What follows belongs to an exercise in optimizing a design on an open flow for small area and a short achievable clock period; a production flow would make more cautious choices. RTL that was checked went through simulation tests only; none was proved equivalent to the original. Power and IR drop assume default switching activity.

==> run a: inputs <==
## ring_rx_check
module ring_rx_check (
    input  wire        clk,
    input  wire        rst,           
    input  wire        col_valid,     
    input  wire [39:0] col_code,      
    input  wire        los,           
    output reg         v_valid,       
    output reg  [3:0]  v_reason,      
    output reg  [9:0]  v_len,         
    output wire [95:0] v_hdr,         
    output reg  [15:0] cnt_good,
    output reg  [15:0] cnt_hcrc,
    output reg  [15:0] cnt_bad,
    output wire [63:0] cnt_cv         
);
Settings: LEC_CHECK=0, CAP_MARGIN=20, CORE_MARGIN=2, CORE_UTILIZATION=40, SLEW_MARGIN=20, SYNTH_MEMORY_MAX_BITS=16384; clock period 11.0 ns.
standard.sh (not shown) runs the stock make flow with config.mk's settings and CLKGATE_MAP_FILE= SYNTH_SCRIPT=/design/flow/synth_recipe.tcl, a recipe that flattens the netlist after the stock synthesis.
==> flow/flow/run.sh <==
#!/bin/bash
# Standard layout (the standard.sh, unchanged synthesis and steps), with
# repair_timing asked for a larger setup margin so that the paths with slack
# to spare at the design's period are optimised too.  Every step's log is
# kept by ORFS under orfs/logs; make's own output goes to make.log.
set -euo pipefail
bash standard.sh SETUP_SLACK_MARGIN=7.7 finish > make.log 2>&1
==> inputs of run b, as changes to run a <==
--- a/flow/design.v
+++ b/flow/design.v
@@ -348,70 +348,69 @@
     localparam [3:0] R_ENDBAD    = 4'd7;
     localparam [3:0] R_CONTROL   = 4'd8;
     localparam [3:0] R_LANEFAULT = 4'd9;
     localparam [7:0] K27_7 = 8'hFB;
     localparam [7:0] K29_7 = 8'hFD;
     localparam [7:0] K30_7 = 8'hFE;
     localparam [31:0] CRC32_RESIDUE = 32'hDEBB20E3;
     integer i, b;
+    reg  [39:0] c1;
+    reg         v1, f1, r1;
+    always @(posedge clk) begin
+        c1 <= col_code;
+        v1 <= col_valid && !rst;
+        f1 <= los && !rst;
+        r1 <= rst;
+    end
     reg  [3:0]  rd;
     reg  [3:0]  rd_next;
     wire [31:0] dec_data;
     wire [3:0]  dec_k, dec_ok_m, dec_ok_p;
     genvar g;
     generate
         for (g = 0; g < 4; g = g + 1) begin : lane
             dec8b10b u_dec (
-                .code (col_code[10*g +: 10]),
+                .code (c1[10*g +: 10]),
                 .data (dec_data[8*g +: 8]),
                 .k    (dec_k[g]),
                 .ok_m (dec_ok_m[g]),
                 .ok_p (dec_ok_p[g])
             );
         end
     endgenerate
-    reg [5:0] six;
-    reg [3:0] four;
-    reg [2:0] ones6, ones4;
-    reg       rd6;
+    localparam [63:0] SIX_POS  = 64'hFFE8E880E8808000;
+    localparam [63:0] SIX_NEG  = 64'h00010117011717FF;
+    localparam [15:0] FOUR_POS = 16'hF880;
+    localparam [15:0] FOUR_NEG = 16'h011F;
     always @* begin
-        for (i = 0; i < 4; i = i + 1) begin
-            six   = col_code[10*i +: 6];
-            four  = col_code[10*i+6 +: 4];
-            ones6 = six[0] + six[1] + six[2] + six[3] + six[4] + six[5];
-            ones4 = four[0] + four[1] + four[2] + four[3];
-            if (ones6 > 3'd3 || six == 6'b111000) rd6 = 1'b1;
-            else if (ones6 < 3'd3 || six == 6'b000111) rd6 = 1'b0;
-            else rd6 = rd[i];
-            if (ones4 > 3'd2 || four == 4'b1100) rd_next[i] = 1'b1;
-            else if (ones4 < 3'd2 || four == 4'b0011) rd_next[i] = 1'b0;
-            else rd_next[i] = rd6;
-        end
+        for (i = 0; i < 4; i = i + 1)
+            rd_next[i] = FOUR_POS[c1[10*i+6 +: 4]] ||
+                         (!FOUR_NEG[c1[10*i+6 +: 4]] &&
+                          (SIX_POS[c1[10*i +: 6]] ||
+                           (!SIX_NEG[c1[10*i +: 6]] && rd[i])));
     end
     always @(posedge clk) begin
-        if (rst)
+        if (r1)
             rd <= 4'b0000;
-        else if (col_valid)
+        else if (v1)
             rd <= rd_next;
     end
+    wire [3:0] dec_cv = (rd & ~dec_ok_p) | (~rd & ~dec_ok_m);
     reg  [31:0] d2;
-    reg  [3:0]  k2, ok_m2, ok_p2, rd2;
+    reg  [3:0]  k2, cv2;
     reg         v2, f2, r2;
     always @(posedge clk) begin
-        d2    <= dec_data;
-        k2    <= dec_k;
-        ok_m2 <= dec_ok_m;
-        ok_p2 <= dec_ok_p;
-        rd2   <= rd;
-        v2    <= col_valid && !rst;
-        f2    <= los && !rst;
-        r2    <= rst;
+        d2  <= dec_data;
+        k2  <= dec_k;
+        cv2 <= dec_cv;
+        v2  <= v1 && !rst;
+        f2  <= f1 && !rst;
+        r2  <= r1;
     end
-    wire [3:0] cv2 = (rd2 & ~ok_p2) | (~rd2 & ~ok_m2);
     reg [15:0] cv_cnt [0:3];
     always @(posedge clk) begin
         for (i = 0; i < 4; i = i + 1)
             if (rst)
                 cv_cnt[i] <= 16'd0;
             else if (v2 && cv2[i] && cv_cnt[i] != 16'hFFFF)
                 cv_cnt[i] <= cv_cnt[i] + 16'd1;
     end
@@ -481,35 +480,36 @@
             end
     end
     reg [1:0]  hpos;
     reg [31:0] crc32;
     reg [15:0] crc16;    
     reg [79:0] hdr;      
     wire [31:0] crc32_next;
     crc32_x32 u_crc32 (.t(crc32 ^ d2), .o(crc32_next));
-    wire [15:0] crc16_base = hpos == 2'd0 ? 16'hFFFF : crc16;
     wire [15:0] crc16_half, crc16_col;
-    crc16_x16 u_crc16_half (.t(crc16_base ^ {d2[7:0], d2[15:8]}), .o(crc16_half));
+    crc16_x16 u_crc16_half (.t(crc16 ^ {d2[7:0], d2[15:8]}), .o(crc16_half));
     crc16_x16 u_crc16_col  (.t(crc16_half ^ {d2[23:16], d2[31:24]}), .o(crc16_col));
     always @(posedge clk) begin
         if (r2)
             hpos <= 2'd3;
         else if (v2) begin
             if (start2)
                 hpos <= 2'd0;
             else if (hpos != 2'd3)
                 hpos <= hpos + 2'd1;
         end
         if (v2) begin
             if (start2)
                 crc32 <= 32'hFFFFFFFF;
             else
                 crc32 <= crc32_next;
         end
+        if (v2 && start2)
+            crc16 <= 16'hFFFF;
         if (v2 && !start2) begin
             if (hpos == 2'd0) begin
                 hdr[31:0] <= d2;
                 crc16     <= crc16_col;
             end
             if (hpos == 2'd1) begin
                 hdr[63:32] <= d2;
                 crc16      <= crc16_col;
@@ -521,16 +521,19 @@
         end
     end
     assign v_hdr = {crc16, hdr};
     wire       crc_ok  = crc32 == CRC32_RESIDUE;
     wire       hcrc_ok = crc16_half == d2[31:16];
     reg        in_frame;
     reg        skip;         
     reg [7:0]  ncol;         
+    always @(posedge clk)
+        if (v2)
+            ncol <= start2 ? 8'd0 : ncol + 8'd1;
     wire [7:0] lmax_col = hdr[7] ^ hdr[6] ? 8'd132 : 8'd20;
     wire       ll_bad   = hdr[23] && (hdr[7:6] != 2'b11 || hdr[14:8] != 7'h7F);
     wire       too_long = ncol == lmax_col && !(any_nd && first == 2'd0);
     wire       hdr_bad  = ncol == 8'd2 && (!hcrc_ok || ll_bad);
     reg [3:0]  reason;
     reg [9:0]  len;
     always @* begin
         len = {ncol, 2'b00};
@@ -578,23 +581,20 @@
                 if (end_seen)
                     skip <= 1'b0;
             end else if (v2) begin
                 if (in_frame) begin
                     if (too_long || any_nd || hdr_bad) begin
                         v_valid  <= 1'b1;
                         in_frame <= 1'b0;
                         skip     <= too_long ? !end_seen : !any_nd && !hcrc_ok;
-                    end else
-                        ncol <= ncol + 8'd1;
+                    end
                 end
-                if (start2) begin
+                if (start2)
                     in_frame <= 1'b1;
-                    ncol     <= 8'd0;
-                end
             end
         end
     end
     always @(posedge clk) begin
         if (rst) begin
             cnt_good <= 16'd0;
             cnt_hcrc <= 16'd0;
             cnt_bad  <= 16'd0;
==> flow/flow/run.sh (replaced) <==
#!/bin/bash
set -euo pipefail
bash standard.sh SETUP_SLACK_MARGIN=7.7 "CTS_ARGS=-sink_clustering_enable -repair_clock_nets -dont_use_dummy_load" finish > make.log 2>&1
==> inputs of run c, as changes to run a <==
--- a/flow/design.v
+++ b/flow/design.v
@@ -364,33 +364,26 @@
                 .code (col_code[10*g +: 10]),
                 .data (dec_data[8*g +: 8]),
                 .k    (dec_k[g]),
                 .ok_m (dec_ok_m[g]),
                 .ok_p (dec_ok_p[g])
             );
         end
     endgenerate
-    reg [5:0] six;
-    reg [3:0] four;
-    reg [2:0] ones6, ones4;
-    reg       rd6;
+    localparam [63:0] SIX_POS  = 64'hFFE8E880E8808000;
+    localparam [63:0] SIX_NEG  = 64'h00010117011717FF;
+    localparam [15:0] FOUR_POS = 16'hF880;
+    localparam [15:0] FOUR_NEG = 16'h011F;
     always @* begin
-        for (i = 0; i < 4; i = i + 1) begin
-            six   = col_code[10*i +: 6];
-            four  = col_code[10*i+6 +: 4];
-            ones6 = six[0] + six[1] + six[2] + six[3] + six[4] + six[5];
-            ones4 = four[0] + four[1] + four[2] + four[3];
-            if (ones6 > 3'd3 || six == 6'b111000) rd6 = 1'b1;
-            else if (ones6 < 3'd3 || six == 6'b000111) rd6 = 1'b0;
-            else rd6 = rd[i];
-            if (ones4 > 3'd2 || four == 4'b1100) rd_next[i] = 1'b1;
-            else if (ones4 < 3'd2 || four == 4'b0011) rd_next[i] = 1'b0;
-            else rd_next[i] = rd6;
-        end
+        for (i = 0; i < 4; i = i + 1)
+            rd_next[i] = FOUR_POS[col_code[10*i+6 +: 4]] ||
+                         (!FOUR_NEG[col_code[10*i+6 +: 4]] &&
+                          (SIX_POS[col_code[10*i +: 6]] ||
+                           (!SIX_NEG[col_code[10*i +: 6]] && rd[i])));
     end
     always @(posedge clk) begin
         if (rst)
             rd <= 4'b0000;
         else if (col_valid)
             rd <= rd_next;
     end
     reg  [31:0] d2;
Settings changed: ABC_CLOCK_PERIOD_IN_PS set to 3500.
==> comparison table <==
item	run c	run b	run a
Count of unique library cells instantiated by Yosys	69	74	78
Setup crit end kind	flop	primary output	flop
Max rail drop VDD	0.000311 V	0.000531 V	0.000329 V
Global-route met3 utilization	4.24%	4.18%	3.34%
Worst-skew pair later-pin latency	0.59 ns	0.62 ns	0.62 ns
Maximum number of pins on one net before global-route repair	73	95	64
Count of multi-input combinational gates	1767	1767	1750
Clock distribution area overhead in the final layout	5.23%	4.19%	4.89%
Run status	finished clean	finished clean	finished clean
Initial antenna violation count	1	0	0
Vias	18734	18919	18723
Number of synthesized flops with an enable pin	196	180	196
CP max stage cell	sky130_fd_sc_hd__mux2i_1	sky130_fd_sc_hd__edfxtp_1	sky130_fd_sc_hd__fa_1
Largest stage delay, worst path	0.26 ns	0.50 ns	0.53 ns
Die height	244 um	247 um	246 um
Startpoint Class	input port	flop	input port
Post-CTS Repair Setup Buffers	147	99	143
Worst Reg2Reg Path Length in Cells	14	8	11
Startpoint of the most critical hold path	rd[0]	ts1[3][0]	rd[0]
WL met3	4000 um	4780 um	3730 um
Total clock network power	1590 uW	1380 uW	1540 uW
Fraction of standard cell area that is sequential	33.3%	36.8%	32.8%
No functional check of the RTL was part of run a and run c.

-- separate check: timing with driven ports --
In the flow no input, the clock included, has a driving cell. The finished layouts below were timed again as built, in two steps. Step 1 assumes that a clkbuf_16 drives the clock port and a buf_2 every other input. Step 2, shift: input delay + t, output delay - t, t = (earliest + latest rising clock arrival at the registers) / 2. This alone moves slack from input paths to output paths. Slacks: ideal / step 1 / step 2; pairs: ideal / step 1.
| run | shift t [ns] | slack for setup (ns) | worst hold slack (ns) | worst register clock-pin slew, ns |
|---|---|---|---|---|
| run a | 0.655 | 6.952 / 6.981 / 6.326 | 0.356 / 0.356 / 0.356 | 0.07 / 0.07 |
| run b | 0.629 | 7.543 / 7.485 / 7.322 | 0.391 / 0.391 / 0.391 | 0.06 / 0.06 |
| run c | 0.641 | 7.380 / 7.379 / 6.737 | 0.430 / 0.430 / 0.430 | 0.07 / 0.07 |
After both steps every run listed still meets setup and hold. For run c, which loses most, drivers alone change the setup slack by -0.001 ns; drivers and shift together by -0.643 ns.
